From an optimization exercise on the open Yosys and OpenROAD flow, aimed at small area; shortcuts taken in it are not production practice. For this run, only the layout was checked, not whether the RTL still works. Power and IR drop assume default switching activity.

<file path="flow/run.sh">
#!/bin/bash
# synth_recipe.tcl (not shown) runs the flow's synth.tcl, then flattens the netlist and writes it again
# the make line also repeats each setting of config.mk as NAME=value (left out here)
make -C /OpenROAD-flow-scripts/flow DESIGN_CONFIG=/design/flow/config.mk WORK_HOME=/design/flow/orfs CLKGATE_MAP_FILE= SYNTH_SCRIPT=/design/flow/synth_recipe.tcl finish
</file>
<file path="flow/config.mk">
export PLATFORM = sky130hd
export DESIGN_NAME = caq_port
export DESIGN_NICKNAME = caq_port
export VERILOG_FILES = /design/flow/design.v
export SDC_FILE = /design/flow/constraint.sdc
export NUM_CORES = 4
export LEC_CHECK = 0
export CAP_MARGIN = 20
export CORE_MARGIN = 2
export CORE_UTILIZATION = 40
export PLACE_DENSITY = 0.6
export SLEW_MARGIN = 20
</file>
<file path="flow/design.v">
module caq_filt (
    input  wire        clk,
    input  wire        clr,         
    input  wire        bit_en,      
    input  wire        bit_in,
    input  wire [2:0]  osr_code,    
    input  wire [1:0]  cosr_code,   
    input  wire [7:0]  stuck_len,   
    output reg  [25:0] r3,          
    output reg  [10:0] r2,          
    output wire        ok,          
    output wire        ready,       
    output reg         stuck
);
    localparam HLEN = 768;
    reg [HLEN:1] hist;              
    reg [25:0]   i1;                
    reg [25:0]   i2;
    reg [10:0]   cnt;               
    reg [10:0]   j1;
    reg [8:0]    run;               
    reg          last;
    reg          have_last;
    reg t1, t2, t3;
    always @(*) begin
        case (osr_code)
            3'd0:    begin t1 = hist[16];  t2 = hist[32];  t3 = hist[48];  end
            3'd1:    begin t1 = hist[32];  t2 = hist[64];  t3 = hist[96];  end
            3'd2:    begin t1 = hist[64];  t2 = hist[128]; t3 = hist[192]; end
            3'd3:    begin t1 = hist[128]; t2 = hist[256]; t3 = hist[384]; end
            default: begin t1 = hist[256]; t2 = hist[512]; t3 = hist[768]; end
        endcase
    end
    reg c1, c2;
    always @(*) begin
        case (cosr_code)
            2'd0:    begin c1 = hist[4];  c2 = hist[8];  end
            2'd1:    begin c1 = hist[8];  c2 = hist[16]; end
            2'd2:    begin c1 = hist[16]; c2 = hist[32]; end
            default: begin c1 = hist[32]; c2 = hist[64]; end
        endcase
    end
    reg [10:0] need3;
    always @(*) begin
        case (osr_code)
            3'd0:    need3 = 11'd48;
            3'd1:    need3 = 11'd96;
            3'd2:    need3 = 11'd192;
            3'd3:    need3 = 11'd384;
            default: need3 = 11'd768;
        endcase
    end
    wire [6:0] need2 = 7'd8 << cosr_code;
    assign ok    = (cnt >= need3) && !stuck;
    assign ready = (cnt >= {4'd0, need2});
    wire changed   = !have_last || (bit_in != last);
    wire unstick   = changed && stuck;
    wire [8:0] run_n = changed ? 9'd1 : (run == 9'd256 ? run : run + 9'd1);
    wire [HLEN:1] h  = unstick ? {HLEN{1'b0}} : hist;
    wire          a1 = unstick ? 1'b0 : t1;
    wire          a2 = unstick ? 1'b0 : t2;
    wire          a3 = unstick ? 1'b0 : t3;
    wire          b1 = unstick ? 1'b0 : c1;
    wire          b2 = unstick ? 1'b0 : c2;
    wire [25:0]   i1_o = unstick ? 26'd0 : i1;
    wire [25:0]   i2_o = unstick ? 26'd0 : i2;
    wire [25:0]   i3_o = unstick ? 26'd0 : r3;
    wire [10:0]   j1_o = unstick ? 11'd0 : j1;
    wire [10:0]   j2_o = unstick ? 11'd0 : r2;
    wire [10:0]   cnt_o = unstick ? 11'd0 : cnt;
    wire signed [3:0] d3 = $signed({3'b000, bit_in}) - $signed({2'b00, a1, 1'b0}) - $signed({3'b000, a1})
                         + $signed({2'b00, a2, 1'b0}) + $signed({3'b000, a2}) - $signed({3'b000, a3});
    wire signed [2:0] d2 = $signed({2'b00, bit_in}) - $signed({1'b0, b1, 1'b0}) + $signed({2'b00, b2});
    wire [25:0] i1_n = i1_o + {{22{d3[3]}}, d3};
    wire [25:0] i2_n = i2_o + i1_n;
    wire [25:0] i3_n = i3_o + i2_n;
    wire [10:0] j1_n = j1_o + {{8{d2[2]}}, d2};
    wire [10:0] j2_n = j2_o + j1_n;
    always @(posedge clk) begin
        if (clr) begin
            hist      <= {HLEN{1'b0}};
            i1        <= 26'd0;
            i2        <= 26'd0;
            r3        <= 26'd0;
            j1        <= 11'd0;
            r2        <= 11'd0;
            cnt       <= 11'd0;
            run       <= 9'd0;
            last      <= 1'b0;
            have_last <= 1'b0;
            stuck     <= 1'b0;
        end else if (bit_en) begin
            hist      <= {h[HLEN-1:1], bit_in};
            i1        <= i1_n;
            i2        <= i2_n;
            r3        <= i3_n;
            j1        <= j1_n;
            r2        <= j2_n;
            cnt       <= (cnt_o == 11'd768) ? cnt_o : cnt_o + 11'd1;
            run       <= run_n;
            last      <= bit_in;
            have_last <= 1'b1;
            if (unstick)
                stuck <= 1'b0;
            else if (run_n > {1'b0, stuck_len})
                stuck <= 1'b1;
        end
    end
endmodule
module caq_phase_conv (
    input  wire [25:0]        r3,
    input  wire [10:0]        r2,
    input  wire [2:0]         osr_code,
    input  wire [1:0]         cosr_code,
    input  wire               ready,
    input  wire signed [15:0] ofs,
    input  wire [15:0]        gain,
    input  wire signed [15:0] th_hi,
    input  wire signed [15:0] th_lo,
    output reg  signed [15:0] val,
    output reg                sat,
    output wire               hi,
    output wire               lo
);
    reg signed [28:0] t;
    reg signed [31:0] xs;
    always @(*) begin
        case (osr_code)
            3'd0:    t = $signed({2'b00, r3, 1'b0}) - 29'sd4096;
            3'd1:    t = $signed({2'b00, r3, 1'b0}) - 29'sd32768;
            3'd2:    t = $signed({2'b00, r3, 1'b0}) - 29'sd262144;
            3'd3:    t = $signed({2'b00, r3, 1'b0}) - 29'sd2097152;
            default: t = $signed({2'b00, r3, 1'b0}) - 29'sd16777216;
        endcase
        case (osr_code)
            3'd0:    xs = t <<< 3;
            3'd1:    xs = t;
            3'd2:    xs = t >>> 3;
            3'd3:    xs = t >>> 6;
            default: xs = t >>> 9;
        endcase
    end
    wire               s1 = (xs > 32'sd32767) || (xs < -32'sd32768);
    wire signed [15:0] x  = (xs > 32'sd32767) ? 16'sd32767 :
                            (xs < -32'sd32768) ? -16'sd32768 : xs[15:0];
    wire signed [16:0] dx = x - ofs;
    wire signed [33:0] pr = dx * $signed({1'b0, gain});
    wire signed [33:0] ps = pr >>> 14;
    wire               s2 = (ps > 34'sd32767) || (ps < -34'sd32768);
    always @(*) begin
        sat = s1 || s2;
        if (ps > 34'sd32767)
            val = 16'sd32767;
        else if (ps < -34'sd32768)
            val = -16'sd32768;
        else
            val = ps[15:0];
    end
    reg signed [12:0] t2;
    reg signed [24:0] cs;
    always @(*) begin
        case (cosr_code)
            2'd0:    t2 = $signed({1'b0, r2, 1'b0}) - 13'sd16;
            2'd1:    t2 = $signed({1'b0, r2, 1'b0}) - 13'sd64;
            2'd2:    t2 = $signed({1'b0, r2, 1'b0}) - 13'sd256;
            default: t2 = $signed({1'b0, r2, 1'b0}) - 13'sd1024;
        endcase
        case (cosr_code)
            2'd0:    cs = t2 <<< 11;
            2'd1:    cs = t2 <<< 9;
            2'd2:    cs = t2 <<< 7;
            default: cs = t2 <<< 5;
        endcase
    end
    wire signed [15:0] cv = (cs > 25'sd32767) ? 16'sd32767 :
                            (cs < -25'sd32768) ? -16'sd32768 : cs[15:0];
    assign hi = ready && (cv >= th_hi);
    assign lo = ready && (cv <= th_lo);
endmodule
module caq_dsv_conv (
    input  wire [25:0] r3,
    input  wire [10:0] r2,
    input  wire [2:0]  osr_code,
    input  wire [1:0]  cosr_code,
    input  wire        ready,
    input  wire [15:0] th_hi,
    input  wire [15:0] th_lo,
    output wire [15:0] val,
    output wire        sat,
    output wire        hi,
    output wire        lo
);
    reg [29:0] us;
    always @(*) begin
        case (osr_code)
            3'd0:    us = {4'd0, r3} << 4;
            3'd1:    us = {4'd0, r3} << 1;
            3'd2:    us = {4'd0, r3} >> 2;
            3'd3:    us = {4'd0, r3} >> 5;
            default: us = {4'd0, r3} >> 8;
        endcase
    end
    assign sat = (us > 30'd65535);
    assign val = sat ? 16'hFFFF : us[15:0];
    reg [22:0] cs;
    always @(*) begin
        case (cosr_code)
            2'd0:    cs = {12'd0, r2} << 12;
            2'd1:    cs = {12'd0, r2} << 10;
            2'd2:    cs = {12'd0, r2} << 8;
            default: cs = {12'd0, r2} << 6;
        endcase
    end
    wire [15:0] cu = (cs > 23'd65535) ? 16'hFFFF : cs[15:0];
    assign hi = ready && (cu >= th_hi);
    assign lo = ready && (cu <= th_lo);
endmodule
module caq_port (
    input  wire        clk,
    input  wire        rst,
    input  wire        restart,
    input  wire        en_a,
    input  wire        en_b,
    input  wire        en_v,
    input  wire [2:0]  osr,
    input  wire [1:0]  cosr,
    input  wire [1:0]  pair,
    input  wire [2:0]  dosr,
    input  wire [1:0]  dcosr,
    input  wire [7:0]  stuck_len,
    input  wire [15:0] ofs_a,
    input  wire [15:0] gain_a,
    input  wire [15:0] ofs_b,
    input  wire [15:0] gain_b,
    input  wire [15:0] th_hi_a,
    input  wire [15:0] th_lo_a,
    input  wire [15:0] th_hi_b,
    input  wire [15:0] th_lo_b,
    input  wire [15:0] th_hi_v,
    input  wire [15:0] th_lo_v,
    input  wire        ds_en,
    input  wire        ds_a,
    input  wire        ds_b,
    input  wire        ds_v,
    input  wire        strobe,
    output reg         valid_a,
    output reg         valid_b,
    output reg         valid_v,
    output reg         hi_a,
    output reg         lo_a,
    output reg         hi_b,
    output reg         lo_b,
    output reg         hi_v,
    output reg         lo_v,
    output reg         stuck_a,
    output reg         stuck_b,
    output reg         stuck_v,
    output wire [15:0] u,
    output reg  [15:0] lat_ia,
    output reg  [15:0] lat_ib,
    output reg  [15:0] lat_ic,
    output reg  [15:0] lat_u,
    output reg         lat_va,
    output reg         lat_vb,
    output reg         lat_vc,
    output reg         lat_vu,
    output reg         lat_sat
);
    wire clr = rst || restart;
    wire [25:0] r3_a, r3_b, r3_v;
    wire [10:0] r2_a, r2_b, r2_v;
    wire        ok_a, ok_b, ok_v;
    wire        rdy_a, rdy_b, rdy_v;
    wire        fst_a, fst_b, fst_v;
    caq_filt u_fa (
        .clk(clk), .clr(clr), .bit_en(ds_en && en_a), .bit_in(ds_a),
        .osr_code(osr), .cosr_code(cosr), .stuck_len(stuck_len),
        .r3(r3_a), .r2(r2_a), .ok(ok_a), .ready(rdy_a), .stuck(fst_a));
    caq_filt u_fb (
        .clk(clk), .clr(clr), .bit_en(ds_en && en_b), .bit_in(ds_b),
        .osr_code(osr), .cosr_code(cosr), .stuck_len(stuck_len),
        .r3(r3_b), .r2(r2_b), .ok(ok_b), .ready(rdy_b), .stuck(fst_b));
    caq_filt u_fv (
        .clk(clk), .clr(clr), .bit_en(ds_en && en_v), .bit_in(ds_v),
        .osr_code(dosr), .cosr_code(dcosr), .stuck_len(stuck_len),
        .r3(r3_v), .r2(r2_v), .ok(ok_v), .ready(rdy_v), .stuck(fst_v));
    reg upd_a, upd_b, upd_v;
    always @(posedge clk) begin
        if (clr) begin
            upd_a <= 1'b0;
            upd_b <= 1'b0;
            upd_v <= 1'b0;
        end else begin
            upd_a <= ds_en && en_a;
            upd_b <= ds_en && en_b;
            upd_v <= ds_en && en_v;
        end
    end
    wire signed [15:0] cv_a, cv_b;
    wire [15:0]        cv_v;
    wire               cs_a, cs_b, cs_v;
    wire               chi_a, clo_a, chi_b, clo_b, chi_v, clo_v;
    caq_phase_conv u_ca (
        .r3(r3_a), .r2(r2_a), .osr_code(osr), .cosr_code(cosr), .ready(rdy_a),
        .ofs(ofs_a), .gain(gain_a), .th_hi(th_hi_a), .th_lo(th_lo_a),
        .val(cv_a), .sat(cs_a), .hi(chi_a), .lo(clo_a));
    caq_phase_conv u_cb (
        .r3(r3_b), .r2(r2_b), .osr_code(osr), .cosr_code(cosr), .ready(rdy_b),
        .ofs(ofs_b), .gain(gain_b), .th_hi(th_hi_b), .th_lo(th_lo_b),
        .val(cv_b), .sat(cs_b), .hi(chi_b), .lo(clo_b));
    caq_dsv_conv u_cv (
        .r3(r3_v), .r2(r2_v), .osr_code(dosr), .cosr_code(dcosr), .ready(rdy_v),
        .th_hi(th_hi_v), .th_lo(th_lo_v),
        .val(cv_v), .sat(cs_v), .hi(chi_v), .lo(clo_v));
    reg signed [15:0] val_a, val_b;
    reg [15:0]        val_v;
    reg               sat_a, sat_b, sat_v;
    always @(posedge clk) begin
        if (clr) begin
            val_a <= 16'sd0; sat_a <= 1'b0; valid_a <= 1'b0; hi_a <= 1'b0; lo_a <= 1'b0;
            stuck_a <= 1'b0;
        end else if (upd_a) begin
            val_a <= cv_a; sat_a <= cs_a; valid_a <= ok_a; hi_a <= chi_a; lo_a <= clo_a;
            stuck_a <= fst_a;
        end
    end
    always @(posedge clk) begin
        if (clr) begin
            val_b <= 16'sd0; sat_b <= 1'b0; valid_b <= 1'b0; hi_b <= 1'b0; lo_b <= 1'b0;
            stuck_b <= 1'b0;
        end else if (upd_b) begin
            val_b <= cv_b; sat_b <= cs_b; valid_b <= ok_b; hi_b <= chi_b; lo_b <= clo_b;
            stuck_b <= fst_b;
        end
    end
    always @(posedge clk) begin
        if (clr) begin
            val_v <= 16'd0; sat_v <= 1'b0; valid_v <= 1'b0; hi_v <= 1'b0; lo_v <= 1'b0;
            stuck_v <= 1'b0;
        end else if (upd_v) begin
            val_v <= cv_v; sat_v <= cs_v; valid_v <= ok_v; hi_v <= chi_v; lo_v <= clo_v;
            stuck_v <= fst_v;
        end
    end
    assign u = val_v;
    wire signed [15:0] ma = valid_a ? val_a : 16'sd0;
    wire signed [15:0] mb = valid_b ? val_b : 16'sd0;
    wire               sa = valid_a && sat_a;
    wire               sb = valid_b && sat_b;
    wire               vcm  = valid_a && valid_b;
    wire signed [17:0] nsum = -($signed({{2{ma[15]}}, ma}) + $signed({{2{mb[15]}}, mb}));
    wire               csat = vcm && ((nsum > 18'sd32767) || (nsum < -18'sd32768));
    wire signed [15:0] cmp  = !vcm ? 16'sd0 :
                              (nsum > 18'sd32767) ? 16'sd32767 :
                              (nsum < -18'sd32768) ? -16'sd32768 : nsum[15:0];
    reg [15:0] pa, pb, pc;
    reg        qa, qb, qc, xa, xb, xc;
    always @(*) begin
        case (pair)
            2'd0: begin    
                pa = ma;  qa = valid_a; xa = sa;
                pb = mb;  qb = valid_b; xb = sb;
                pc = cmp; qc = vcm;     xc = csat;
            end
            2'd1: begin    
                pa = cmp; qa = vcm;     xa = csat;
                pb = ma;  qb = valid_a; xb = sa;
                pc = mb;  qc = valid_b; xc = sb;
            end
            2'd2: begin    
                pa = mb;  qa = valid_b; xa = sb;
                pb = cmp; qb = vcm;     xb = csat;
                pc = ma;  qc = valid_a; xc = sa;
            end
            default: begin  
                pa = ma;    qa = valid_a; xa = sa;
                pb = mb;    qb = valid_b; xb = sb;
                pc = 16'd0; qc = 1'b0;    xc = 1'b0;
            end
        endcase
    end
    always @(posedge clk) begin
        if (rst) begin
            lat_ia <= 16'd0; lat_ib <= 16'd0; lat_ic <= 16'd0; lat_u <= 16'd0;
            lat_va <= 1'b0; lat_vb <= 1'b0; lat_vc <= 1'b0; lat_vu <= 1'b0;
            lat_sat <= 1'b0;
        end else if (strobe) begin
            lat_ia  <= pa;
            lat_ib  <= pb;
            lat_ic  <= pc;
            lat_u   <= valid_v ? val_v : 16'd0;
            lat_va  <= qa;
            lat_vb  <= qb;
            lat_vc  <= qc;
            lat_vu  <= valid_v;
            lat_sat <= xa || xb || xc || (valid_v && sat_v);
        end
    end
endmodule
</file>
<file path="flow/constraint.sdc">
create_clock -name core_clock -period 14.0 [get_ports {clk}]
set_input_delay 2.8000 -clock core_clock [delete_from_list [all_inputs] [get_ports {clk}]]
set_output_delay 2.8000 -clock core_clock [all_outputs]
set_load 0.01 [all_outputs]
</file>
==> run notes <==
==> synth_stat cells (23+ instances only) <==
library cell | count | area [µm²]
sky130_fd_sc_hd__a211oi_1 | 76 | 571
sky130_fd_sc_hd__and3_1 | 35 | 219
sky130_fd_sc_hd__a311oi_1 | 23 | 201
sky130_fd_sc_hd__clkbuf_1 | 1153 | 4330
sky130_fd_sc_hd__nor4_1 | 34 | 213
sky130_fd_sc_hd__inv_1 | 1114 | 4180
sky130_fd_sc_hd__buf_1 | 67 | 251
sky130_fd_sc_hd__mux2_2 | 25 | 282
sky130_fd_sc_hd__nand4_1 | 56 | 350
sky130_fd_sc_hd__mux2i_1 | 59 | 591
sky130_fd_sc_hd__nor2b_1 | 111 | 694
sky130_fd_sc_hd__nor4bb_1 | 25 | 250
sky130_fd_sc_hd__a21boi_0 | 32 | 240
sky130_fd_sc_hd__nor3_1 | 114 | 571
sky130_fd_sc_hd__o21bai_1 | 52 | 390
sky130_fd_sc_hd__o211ai_1 | 29 | 218
sky130_fd_sc_hd__a221o_1 | 30 | 300
sky130_fd_sc_hd__a21o_1 | 162 | 1220
sky130_fd_sc_hd__xnor2_1 | 314 | 2750
sky130_fd_sc_hd__nor2_1 | 1335 | 5010
sky130_fd_sc_hd__dfxtp_1 | 2805 | 56200
sky130_fd_sc_hd__o21ai_0 | 382 | 1910
sky130_fd_sc_hd__ha_1 | 743 | 9300
sky130_fd_sc_hd__or3_1 | 33 | 206
sky130_fd_sc_hd__nand2b_1 | 70 | 438
sky130_fd_sc_hd__nand3_1 | 195 | 976
sky130_fd_sc_hd__a22oi_1 | 813 | 6100
sky130_fd_sc_hd__o22ai_1 | 28 | 175
sky130_fd_sc_hd__nand2_1 | 4304 | 16200
sky130_fd_sc_hd__xor2_1 | 106 | 928
sky130_fd_sc_hd__o21a_1 | 76 | 571
sky130_fd_sc_hd__mux4_2 | 29 | 653
sky130_fd_sc_hd__a31oi_1 | 77 | 482
sky130_fd_sc_hd__and2_1 | 522 | 3270
sky130_fd_sc_hd__a21oi_1 | 2212 | 11100
sky130_fd_sc_hd__a221oi_1 | 42 | 368
sky130_fd_sc_hd__fa_1 | 567 | 11400
==> cell type report <==
type,count,share of cell area
Antenna cell,5,0.0000764
Clock buffer,454,0.0567
Clock inverter,117,0.00888
Inverter,1119,0.0257
Multi-Input combinational cell,12988,0.492
Sequential cell,2805,0.343
Tap cell,4794,0.0366
Timing Repair Buffer,662,0.0366
==> what timing repair did <==
action	4_1_cts	5_1_grt
buffers inserted	0	1
setup endpoints to repair	0	33
gates resized for setup	0	21
==> per-layer routing <==
metal	GRT usage	share of wire	vias to the layer above	routed length, µm
met5	0	0.000070	-	25
met4	0.0670	0.035	4	12400
met3	0.0266	0.046	588	16500
met2	0.303	0.45	2023	160000
met1	0.259	0.47	55808	170000
li1	-	-	59737	-
==> through the flow <==
step	total power [µW]	instances
after floorplan	23000	18139
after global placement	30600	22367
after detailed placement	30600	22367
after CTS	39400	22938
after global routing	42600	22941
final	38800	22944
==> where the power goes <==
part           total, µW  internal, µW  leakage [µW]  switching [µW]
clock               8480          5040       0.00527            3440
combinational      22300         10400        0.0342           11900
sequential          8030          8000        0.0226            25.5
==> cells by family (layout without fill, tap and decap cells) <==
kind of cell / count (synthesis) / after routing / share of synthesized area
muxes: 113 / 113 / 0.0105
buffers and inverters: 2346 / 2352 / 0.0607
AOI/OAI and AO/OA: 4222 / 4222 / 0.175
and+or+nand+nor: 6922 / 6922 / 0.200
other: 0 / 5 / 0
xor gates and xnor gates: 421 / 421 / 0.0255
adders and majority gates: 1310 / 1310 / 0.142
DFF: 2805 / 2805 / 0.386
==> worst max-delay path by stage <==
| stage | endpoint | slack [ps] |
|---|---|---|
| detailed placement | val_b[0] | -410 |
| CTS | val_b[13] | 490 |
| finish | val_a[3] | 700 |
| floorplan | val_b[10] | 10 |
| global placement | val_b[4] | -320 |
| global route | val_b[5] | 4 |
==> worst min-delay path: cells and delay by family (launching register included) <==
kind | cells | cell delay (ps)
AND/OR/NAND/NOR | 1 | 50
AO/OA/AOI/OAI | 1 | 50
flip-flops | 1 | 300
==> impl_results.html <==
<table>
<tr><th>Metric</th><th>Value</th></tr>
<tr><th colspan="2">Run status</th></tr>
<tr><td>Run status</td><td>complete, no violations</td></tr>
<tr><th colspan="2">Synthesis</th></tr>
<tr><td>Post-Synthesis Cells</td><td>18139</td></tr>
<tr><td>Count of cell types in the netlist</td><td>96</td></tr>
<tr><td>Count of state elements after synthesis</td><td>~2800</td></tr>
<tr><td>Area of the mapped netlist</td><td>approximately 150000 µm²</td></tr>
<tr><td>Warnings from Yosys</td><td>4</td></tr>
<tr><td>Top FF cell, synth</td><td>sky130_fd_sc_hd__dfxtp_1</td></tr>
<tr><td>Number of nets in the synthesized netlist</td><td>19640</td></tr>
<tr><td>Sequential share of the synthesized area</td><td>0.386</td></tr>
<tr><td>Avg Cell Area, Syn</td><td>roughly 8.0 µm²</td></tr>
<tr><td>Share of async-settable or async-resettable flops after synthesis</td><td>0</td></tr>
<tr><td>Number of flops mapped to enable cells by yosys</td><td>0</td></tr>
<tr><th colspan="2">Clock tree</th></tr>
<tr><td>Clock root buffer</td><td>sky130_fd_sc_hd__clkbuf_16</td></tr>
<tr><td>Htree depth</td><td>5</td></tr>
<tr><td>Maximum clock path buffer count</td><td>4</td></tr>
<tr><td>Clk slew on worst S/H paths</td><td>about 60 ps</td></tr>
<tr><td>CTS tree</td><td>yes</td></tr>
<tr><td>Skew-Pair Late Insertion Delay</td><td>920 ps</td></tr>
<tr><td>Clock buffers created by TritonCTS</td><td>319</td></tr>
<tr><td>Cts-stage hold buffer count</td><td>0</td></tr>
<tr><td>Number of clock sinks seen by CTS</td><td>2805</td></tr>
<tr><th colspan="2">Worst setup path</th></tr>
<tr><td>Reg-to-Reg End</td><td>val_b[14]</td></tr>
<tr><td>Category of cells accounting for the largest share of critical-path delay</td><td>compound AO/OA/AOI/OAI gates</td></tr>
<tr><td>Worst-path fanout max</td><td>25</td></tr>
<tr><td>Slack of the worst reg-to-reg path</td><td>approximately 1700 ps</td></tr>
<tr><td>Critical Path End Type</td><td>flop</td></tr>
<tr><td>Crit Path Class</td><td>input pin to flop</td></tr>
<tr><td>Logic depth of the worst register-to-register path</td><td>53</td></tr>
<tr><td>Critical path launch point type</td><td>input pin</td></tr>
<tr><td>Critical path's slowest cell</td><td>sky130_fd_sc_hd__fa_1</td></tr>
<tr><td>CP arrival</td><td>about 14000 ps</td></tr>
<tr><td>Most prevalent standard cell on the critical path</td><td>sky130_fd_sc_hd__buf_4</td></tr>
<tr><td>Required time reported for the critical path endpoint</td><td>~15000 ps</td></tr>
<tr><td>Critical path buffers and inverters</td><td>13</td></tr>
<tr><td>R2R Path Start</td><td>u_fb.r3[15]</td></tr>
<tr><td>Critical path startpoint</td><td>osr[0]</td></tr>
<tr><td>Critical path's largest stage delay</td><td>roughly 680 ps</td></tr>
<tr><td>Cell count along the critical path</td><td>52</td></tr>
<tr><th colspan="2">Floorplan</th></tr>
<tr><td>Effective utilization at floorplan</td><td>0.401</td></tr>
<tr><td>Die boundary height</td><td>~600 µm</td></tr>
<tr><td>Die Area</td><td>~370000 µm²</td></tr>
<tr><td>Core Area</td><td>between 300000 and 400000 µm²</td></tr>
<tr><td>Std-Cell Rows</td><td>approximately 220</td></tr>
<tr><td>Top Ports</td><td>~290</td></tr>
<tr><td>Die Span X</td><td>approximately 610 µm</td></tr>
<tr><th colspan="2">Detailed routing</th></tr>
<tr><td>Post-route antenna net violation count</td><td>0</td></tr>
<tr><td>Count of vias placed by the detailed router</td><td>roughly 120k</td></tr>
<tr><td>Number of remaining DRC errors</td><td>0</td></tr>
<tr><td>First-pass iteration count of the detailed router</td><td>8</td></tr>
<tr><td>Overall routed net length</td><td>359 mm</td></tr>
<tr><td>Average routed wire per standard cell</td><td>~16 µm</td></tr>
<tr><td>Drt via density</td><td>just over 5</td></tr>
<tr><td>Number of DRC markers after the initial detailed-route iteration</td><td>between 8000 and 9000</td></tr>
<tr><th colspan="2">Layout</th></tr>
<tr><td>Share of layout cells above drive strength 1</td><td>0.0559</td></tr>
<tr><td>Area occupied by registers</td><td>~56000 µm²</td></tr>
<tr><td>Post-layout nets</td><td>around 19000</td></tr>
<tr><td>Util after Layout</td><td>0.452</td></tr>
<tr><td>Final cell area excluding filler cells</td><td>164000 µm²</td></tr>
<tr><td>Most frequent cells in the layout</td><td>sky130_fd_sc_hd__nand2_1, sky130_fd_sc_hd__dfxtp_1, sky130_fd_sc_hd__a21oi_1</td></tr>
<tr><td>Top Registers</td><td>u_fa.hist: 768 flops, u_fb.hist: 768 flops, u_fv.hist: 768 flops</td></tr>
<tr><td>Footprint of the multi-input gates</td><td>80600 µm²</td></tr>
<tr><td>Most frequent standard cell in the layout excluding fill and tap cells</td><td>sky130_fd_sc_hd__nand2_1</td></tr>
<tr><td>Count of filler cells inserted in the layout</td><td>between 30000 and 40000</td></tr>
<tr><td>Area delta synth-&gt;final</td><td>12.6%</td></tr>
<tr><th colspan="2">Min path</th></tr>
<tr><td>Classification of the worst-slack hold path</td><td>flop to flop</td></tr>
<tr><td>Hold path endpoint</td><td>u_fb.hist[176]</td></tr>
<tr><td>Worst Hold Launch</td><td>u_fb.hist[175]</td></tr>
<tr><td>Hold path depth</td><td>2</td></tr>
<tr><th colspan="2">Placed design</th></tr>
<tr><td>Placed cell areas</td><td>153000 µm²</td></tr>
<tr><td>PortBufs</td><td>roughly 290</td></tr>
<tr><td>Final HPWL DP</td><td>around 240 mm</td></tr>
<tr><td>Setup slack after placement</td><td>-408 ps</td></tr>
<tr><td>Routability-driven placement congestion ratio</td><td>~0.89</td></tr>
<tr><th colspan="2">GRT</th></tr>
<tr><td>Pin count of the biggest net entering global routing</td><td>between 200 and 250</td></tr>
<tr><td>Number of antenna violations at the first check in global routing</td><td>12</td></tr>
<tr><td>GRT Util Overall</td><td>0.189</td></tr>
<tr><td>GRT Residual Overflow</td><td>0</td></tr>
<tr><td>Number of global-route vias before repair</td><td>between 100k and 150k</td></tr>
<tr><td>Global-route wire length before repair</td><td>about 580 mm</td></tr>
<tr><th colspan="2">Pwr</th></tr>
<tr><td>Pleak</td><td>around 0.062 µW</td></tr>
<tr><td>Power Density</td><td>~240 nW/µm²</td></tr>
<tr><td>Peak ir drop on the vdd network</td><td>1.35 mV</td></tr>
<tr><th colspan="2">Timing</th></tr>
<tr><td>Final Skew</td><td>~75 ps</td></tr>
<tr><td>Pins over their slew limit</td><td>0</td></tr>
<tr><td>Post-Route Setup TNS</td><td>0 ps</td></tr>
<tr><td>Unrepaired setup endpoints after global routing</td><td>false</td></tr>
<tr><td>Max-slew headroom</td><td>0.249</td></tr>
<tr><td>Post-route setup slack</td><td>~700 ps</td></tr>
<tr><td>Min Tclk post-route</td><td>around 13000 ps</td></tr>
<tr><td>Transition time at the pin with the least slew margin</td><td>around 1100 ps</td></tr>
<tr><td>Share of the cycle needed by the critical path after routing</td><td>0.950</td></tr>
<tr><td>Fin. Hold Viols</td><td>0</td></tr>
<tr><td>Fmax</td><td>about 75 MHz</td></tr>
<tr><td>Worst-case hold slack</td><td>403 ps</td></tr>
<tr><td>Final setup fails</td><td>0</td></tr>
<tr><th colspan="2">Job</th></tr>
<tr><td>Number of violations of the max-capacitance limit</td><td>0</td></tr>
</table>

-- re-timing with driven ports --
No port has a modelled driver above. Below, the same layout with a new extraction and two added sets of constraints. Step 1 assumes that a clkbuf_16 drives the clock port and a buf_2 every other input. Step 2 moves the port delays by t, midway between the first and last clock arrival at a register: inputs arrive t later, outputs are due t later. That takes back most of the time a late clock gives input paths. Slacks: no drivers / after step 1 / after step 2; pairs: no drivers / after step 1.
t (ns): 0.980
slack for setup (ns): 0.697 / 0.751 / -0.228
worst slew at a driven data input, ns: 0.21
With both steps, setup timing fails in this run, where it was met with ideal ports. For this run, drivers alone change the setup slack by +0.054 ns; drivers and shift together by -0.925 ns.
